This design comes from an exercise in tuning for small area, a short achievable clock period and few clock cycles on the open sky130 flow, not from production work.
In this exercise RTL edits were held to simulation tests only and were not proved equivalent to the original.
Power and IR drop assume default switching activity.

==> flow/design.v <==
module dz3_pq_engine (
    input  wire         clk,
    input  wire         rst_n,
    input  wire         cmd_valid,
    output wire         cmd_ready,
    input  wire [1:0]   cmd_op,
    input  wire [5:0]   cmd_x,
    input  wire [5:0]   cmd_y,
    input  wire         in_valid,
    output wire         in_ready,
    input  wire [127:0] in_p,
    input  wire [127:0] in_q,
    input  wire [127:0] in_d,
    output reg          out_valid,
    output reg  [127:0] out_p,
    output reg  [127:0] out_q
);
    localparam [1:0] OP_ACC   = 2'd0;
    localparam [1:0] OP_ACC_P = 2'd1;
    localparam [1:0] OP_REC1Q = 2'd2;
    localparam [1:0] OP_REC2  = 2'd3;
    localparam [2:0] PH_IDLE = 3'd0;    
    localparam [2:0] PH_UPX  = 3'd1;    
    localparam [2:0] PH_DNX  = 3'd2;    
    localparam [2:0] PH_JNT  = 3'd3;    
    localparam [2:0] PH_DNM  = 3'd4;    
    localparam [2:0] PH_UPY  = 3'd5;    
    function [7:0] zech_inv;
        input [5:0] n;
        begin
            case (n)
            6'd0: zech_inv = 8'h00;
            6'd1: zech_inv = 8'hF4;
            6'd2: zech_inv = 8'hA7;
            6'd3: zech_inv = 8'h9D;
            6'd4: zech_inv = 8'h72;
            6'd5: zech_inv = 8'hED;
            6'd6: zech_inv = 8'h5F;
            6'd7: zech_inv = 8'h54;
            6'd8: zech_inv = 8'hA0;
            6'd9: zech_inv = 8'hA9;
            6'd10: zech_inv = 8'hFB;
            6'd11: zech_inv = 8'h74;
            6'd12: zech_inv = 8'h85;
            6'd13: zech_inv = 8'hE4;
            6'd14: zech_inv = 8'hC0;
            6'd15: zech_inv = 8'h8A;
            6'd16: zech_inv = 8'h67;
            6'd17: zech_inv = 8'hDC;
            6'd18: zech_inv = 8'h26;
            6'd19: zech_inv = 8'h63;
            6'd20: zech_inv = 8'hF2;
            6'd21: zech_inv = 8'hE9;
            6'd22: zech_inv = 8'hB4;
            6'd23: zech_inv = 8'hD2;
            6'd24: zech_inv = 8'h02;
            6'd25: zech_inv = 8'h8E;
            6'd26: zech_inv = 8'hBA;
            6'd27: zech_inv = 8'hAA;
            6'd28: zech_inv = 8'hDE;
            6'd29: zech_inv = 8'h89;
            6'd30: zech_inv = 8'h57;
            6'd31: zech_inv = 8'h59;
            6'd32: zech_inv = 8'hAC;
            6'd33: zech_inv = 8'h2C;
            6'd34: zech_inv = 8'h93;
            6'd35: zech_inv = 8'h09;
            6'd36: zech_inv = 8'h60;
            6'd37: zech_inv = 8'h1E;
            6'd38: zech_inv = 8'hBC;
            6'd39: zech_inv = 8'hA4;
            6'd40: zech_inv = 8'hB3;
            6'd41: zech_inv = 8'h43;
            6'd42: zech_inv = 8'hEB;
            6'd43: zech_inv = 8'hDA;
            6'd44: zech_inv = 8'h6A;
            6'd45: zech_inv = 8'h12;
            6'd46: zech_inv = 8'hC7;
            6'd47: zech_inv = 8'h39;
            6'd48: zech_inv = 8'h04;
            6'd49: zech_inv = 8'h69;
            6'd50: zech_inv = 8'h47;
            6'd51: zech_inv = 8'h98;
            6'd52: zech_inv = 8'h3E;
            6'd53: zech_inv = 8'hD0;
            6'd54: zech_inv = 8'h23;
            6'd55: zech_inv = 8'h82;
            6'd56: zech_inv = 8'h97;
            6'd57: zech_inv = 8'h7B;
            6'd58: zech_inv = 8'h52;
            6'd59: zech_inv = 8'hF6;
            6'd60: zech_inv = 8'hC5;
            6'd61: zech_inv = 8'h2F;
            6'd62: zech_inv = 8'h91;
            6'd63: zech_inv = 8'h1C;
            endcase
        end
    endfunction
    function [63:0] gf_mat;
        input [7:0] c;
        reg   [7:0] x;
        integer j;
        begin
            x = c;
            for (j = 0; j < 8; j = j + 1) begin
                gf_mat[8*j +: 8] = x;
                x = {x[6:0], 1'b0} ^ (x[7] ? 8'h1D : 8'h00);
            end
        end
    endfunction
    reg       p_valid;
    reg       p_free;      
    reg [1:0] p_op;
    reg [5:0] cx;
    reg [5:0] cy;
    reg [5:0] cm;
    reg [2:0] ph;
    reg [7:0] r;           
    reg [7:0] A;           
    reg       streaming;   
    reg [8:0] bcnt;
    reg       at_last;     
    reg       d_sel_lo;    
    reg       d_sel_hi;    
    reg       d_rec1q;
    reg       d_rec2;
    reg [63:0] m1;
    reg [63:0] m2;
    assign cmd_ready = p_free;
    assign in_ready  = streaming;
    wire fire_cmd  = cmd_valid && p_free;
    wire fire_in   = in_valid && streaming;
    wire last_beat = fire_in && at_last;
    wire p_ready   = p_valid && (ph == PH_IDLE);
    wire load_d    = p_ready && (!streaming || last_beat);
    wire [7:0] r_up   = {r[6:0], 1'b0} ^ (r[7] ? 8'h1D : 8'h00);    
    wire [7:0] r_down = {1'b0, r[7:1]} ^ (r[0] ? 8'h8E : 8'h00);    
    wire [7:0] f_d    = zech_inv(cx | cy);                          
    wire       cx_nz  = (cx != 6'd0);
    wire       cy_nz  = (cy != 6'd0);
    wire       cm_nz  = (cm != 6'd0);
    always @(posedge clk) begin
        if (!rst_n) begin
            p_valid <= 1'b0;
            p_free  <= 1'b1;
        end else if (fire_cmd) begin
            p_valid <= 1'b1;
            p_free  <= 1'b0;
        end else if (load_d) begin
            p_valid <= 1'b0;
            p_free  <= 1'b1;
        end
    end
    always @(posedge clk) begin
        if (fire_cmd) begin
            p_op <= cmd_op;
            cx   <= cmd_x;
            cy   <= cmd_y;
            cm   <= 6'd0;
            r    <= 8'd1;
            A    <= 8'd1;
            case (cmd_op)
                OP_ACC:   ph <= PH_UPX;
                OP_ACC_P: begin ph <= PH_IDLE; r <= 8'd0; end
                OP_REC1Q: ph <= PH_DNX;
                default:  ph <= PH_JNT;
            endcase
        end else begin
            case (ph)
                PH_UPX: begin
                    if (cx_nz) begin
                        r  <= r_up;
                        cx <= cx - 6'd1;
                    end else begin
                        ph <= PH_IDLE;
                    end
                end
                PH_DNX: begin
                    if (cx_nz) begin
                        r  <= r_down;
                        cx <= cx - 6'd1;
                    end else begin
                        A  <= r;
                        r  <= 8'd0;
                        ph <= PH_IDLE;
                    end
                end
                PH_JNT: begin
                    if (cx_nz && cy_nz) begin
                        cx <= cx - 6'd1;
                        cy <= cy - 6'd1;
                        cm <= cm + 6'd1;
                    end else begin
                        r  <= f_d;
                        ph <= PH_DNM;
                    end
                end
                PH_DNM: begin
                    if (cm_nz) begin
                        r  <= r_down;
                        cm <= cm - 6'd1;
                    end else begin
                        A  <= r;
                        r  <= f_d;
                        ph <= PH_UPY;
                    end
                end
                PH_UPY: begin
                    if (cy_nz) begin
                        r  <= r_up;
                        cy <= cy - 6'd1;
                    end else begin
                        ph <= PH_IDLE;
                    end
                end
                default: ph <= PH_IDLE;
            endcase
        end
    end
    always @(posedge clk) begin
        if (!rst_n)
            streaming <= 1'b0;
        else if (load_d)
            streaming <= 1'b1;
        else if (last_beat)
            streaming <= 1'b0;
    end
    always @(posedge clk) begin
        if (load_d) begin
            bcnt    <= 9'd0;
            at_last <= 1'b0;
        end else if (fire_in) begin
            bcnt    <= bcnt + 9'd1;
            at_last <= (bcnt == 9'd256);
        end
    end
    always @(posedge clk) begin
        if (load_d) begin
            d_sel_lo <= p_op[1];
            d_sel_hi <= !p_op[1];
            d_rec1q  <= (p_op == OP_REC1Q);
            d_rec2   <= (p_op == OP_REC2);
            m1       <= gf_mat(r);
            m2       <= gf_mat(A);
        end
    end
    always @(posedge clk) begin
        if (!rst_n)
            out_valid <= 1'b0;
        else
            out_valid <= fire_in;
    end
    wire d_rec = d_rec1q | d_rec2;
    reg [127:0] res_p;
    reg [127:0] res_q;
    reg [7:0]   sum, a, q, e;
    integer n, i, j;
    always @(*) begin
        for (n = 0; n < 16; n = n + 1) begin
            if (n < 8)
                a = d_sel_lo ? in_p[8*n +: 8] : in_d[8*n +: 8];
            else
                a = d_sel_hi ? in_d[8*n +: 8] : in_p[8*n +: 8];
            q = in_q[8*n +: 8];
            e = d_rec ? in_p[8*n +: 8] : (in_p[8*n +: 8] ^ in_d[8*n +: 8]);
            for (i = 0; i < 8; i = i + 1) begin
                sum[i] = 1'b0;
                for (j = 0; j < 8; j = j + 1)
                    sum[i] = sum[i] ^ (m1[8*j+i] & a[j]) ^ (m2[8*j+i] & q[j]);
            end
            res_p[8*n +: 8] = d_rec ? sum : e;
            res_q[8*n +: 8] = (d_rec1q ? 8'd0 : sum) ^ (d_rec2 ? e : 8'd0);
        end
    end
    always @(posedge clk) begin
        out_p <= res_p;
        out_q <= res_q;
    end
endmodule
clock: 6.5 ns
lec_check: 0
cap_margin: 20
core_margin: 2
core_utilization: 60
place_density: 0.75
setup_slack_margin: 4.0
slew_margin: 50
standard.sh (not shown) runs the stock make flow with config.mk's settings and CLKGATE_MAP_FILE= SYNTH_SCRIPT=/design/flow/synth_recipe.tcl, a recipe that flattens the netlist after the stock synthesis.
==> flow/flow/run.sh <==
#!/bin/bash
# Standard layout, with two changes to how it is made:
#  - the port buffers are sky130_fd_sc_hd__buf_2 instead of the resizer's default choice;
#  - the pins of each byte lane (in_p, in_q, in_d, out_p, out_q bytes n) are placed as one
#    contiguous group, so each lane's logic sits next to its own pins.
# Each tool's full output goes to a log file in this folder.
set -euo pipefail
GROUPS_ARGS=$(cat flow/pin_groups.txt)
bash standard.sh "BUFFER_PORTS_ARGS=-buffer_cell sky130_fd_sc_hd__buf_2" \
    "PLACE_PINS_ARGS=$GROUPS_ARGS" finish > standard.log 2>&1
Other scripts of this flow, unchanged in this note and not shown: flow/flow/pin_groups.txt
The first run produced a clean layout.
Testbench counts at the start, summed over its fixed seeds: cycles 49,727.
==> next run, changes <==
CORE_UTILIZATION = 55   (was 60)
PLACE_DENSITY = 0.7   (was 0.75)
SETUP_SLACK_MARGIN = 3.9   (was 4.0)
The new run ran to the end with no violations.
Via count shrinks by 2.5%.
Combinational power shrinks by about 9%.
Routed wire length shrinks by 3.8%.
Sequential cell count is unchanged.
Power shrinks by 5.8%.
==> next run, changes <==
CORE_UTILIZATION = 50   (was 55)
PLACE_DENSITY = 0.6   (was 0.7)
Result: Clock power is higher by about 6%. Setup slack got worse by 0.0080 ns. Critical path depth stays the same. Maximum frequency fell by 0.30%. Register-to-register slack barely changes. Synthesized cell count stays the same. Non-clock buffer count rose by 6. Routed wire length grows by 6.1%.

[separate check: timing with driven ports]
In the flow no input, the clock included, has a driving cell. The finished layouts below were timed again as built, in two steps. Step 1, drivers: a clkbuf_16 drives clk and a buf_2 each remaining input, both assumed. Step 2 adds t to the input delays and takes it off the output delays; t is the mean of the earliest and latest rising clock arrival at the registers after step 1. Input paths then give back, and output paths get back, about the clock's delay inside the block. a / b / c = ideal / step 1 / step 2; a / b = the first two.
| run | t, ns | setup WS [ns] | worst setup path at the end | worst register clock-pin slew, ns |
|---|---|---|---|---|
| the first run | 0.656 | 3.939 / 3.887 / 3.231 | input to register | 0.06 / 0.06 |
| the second run | 0.670 | 3.883 / 3.880 / 3.210 | input to register | 0.07 / 0.07 |
| the third run | 0.679 | 3.875 / 3.868 / 3.189 | input to register | 0.06 / 0.06 |
After both steps every run listed still meets setup and hold. The setup slack of the first run, which loses most, moves by -0.052 ns with the drivers and by -0.708 ns with both steps.
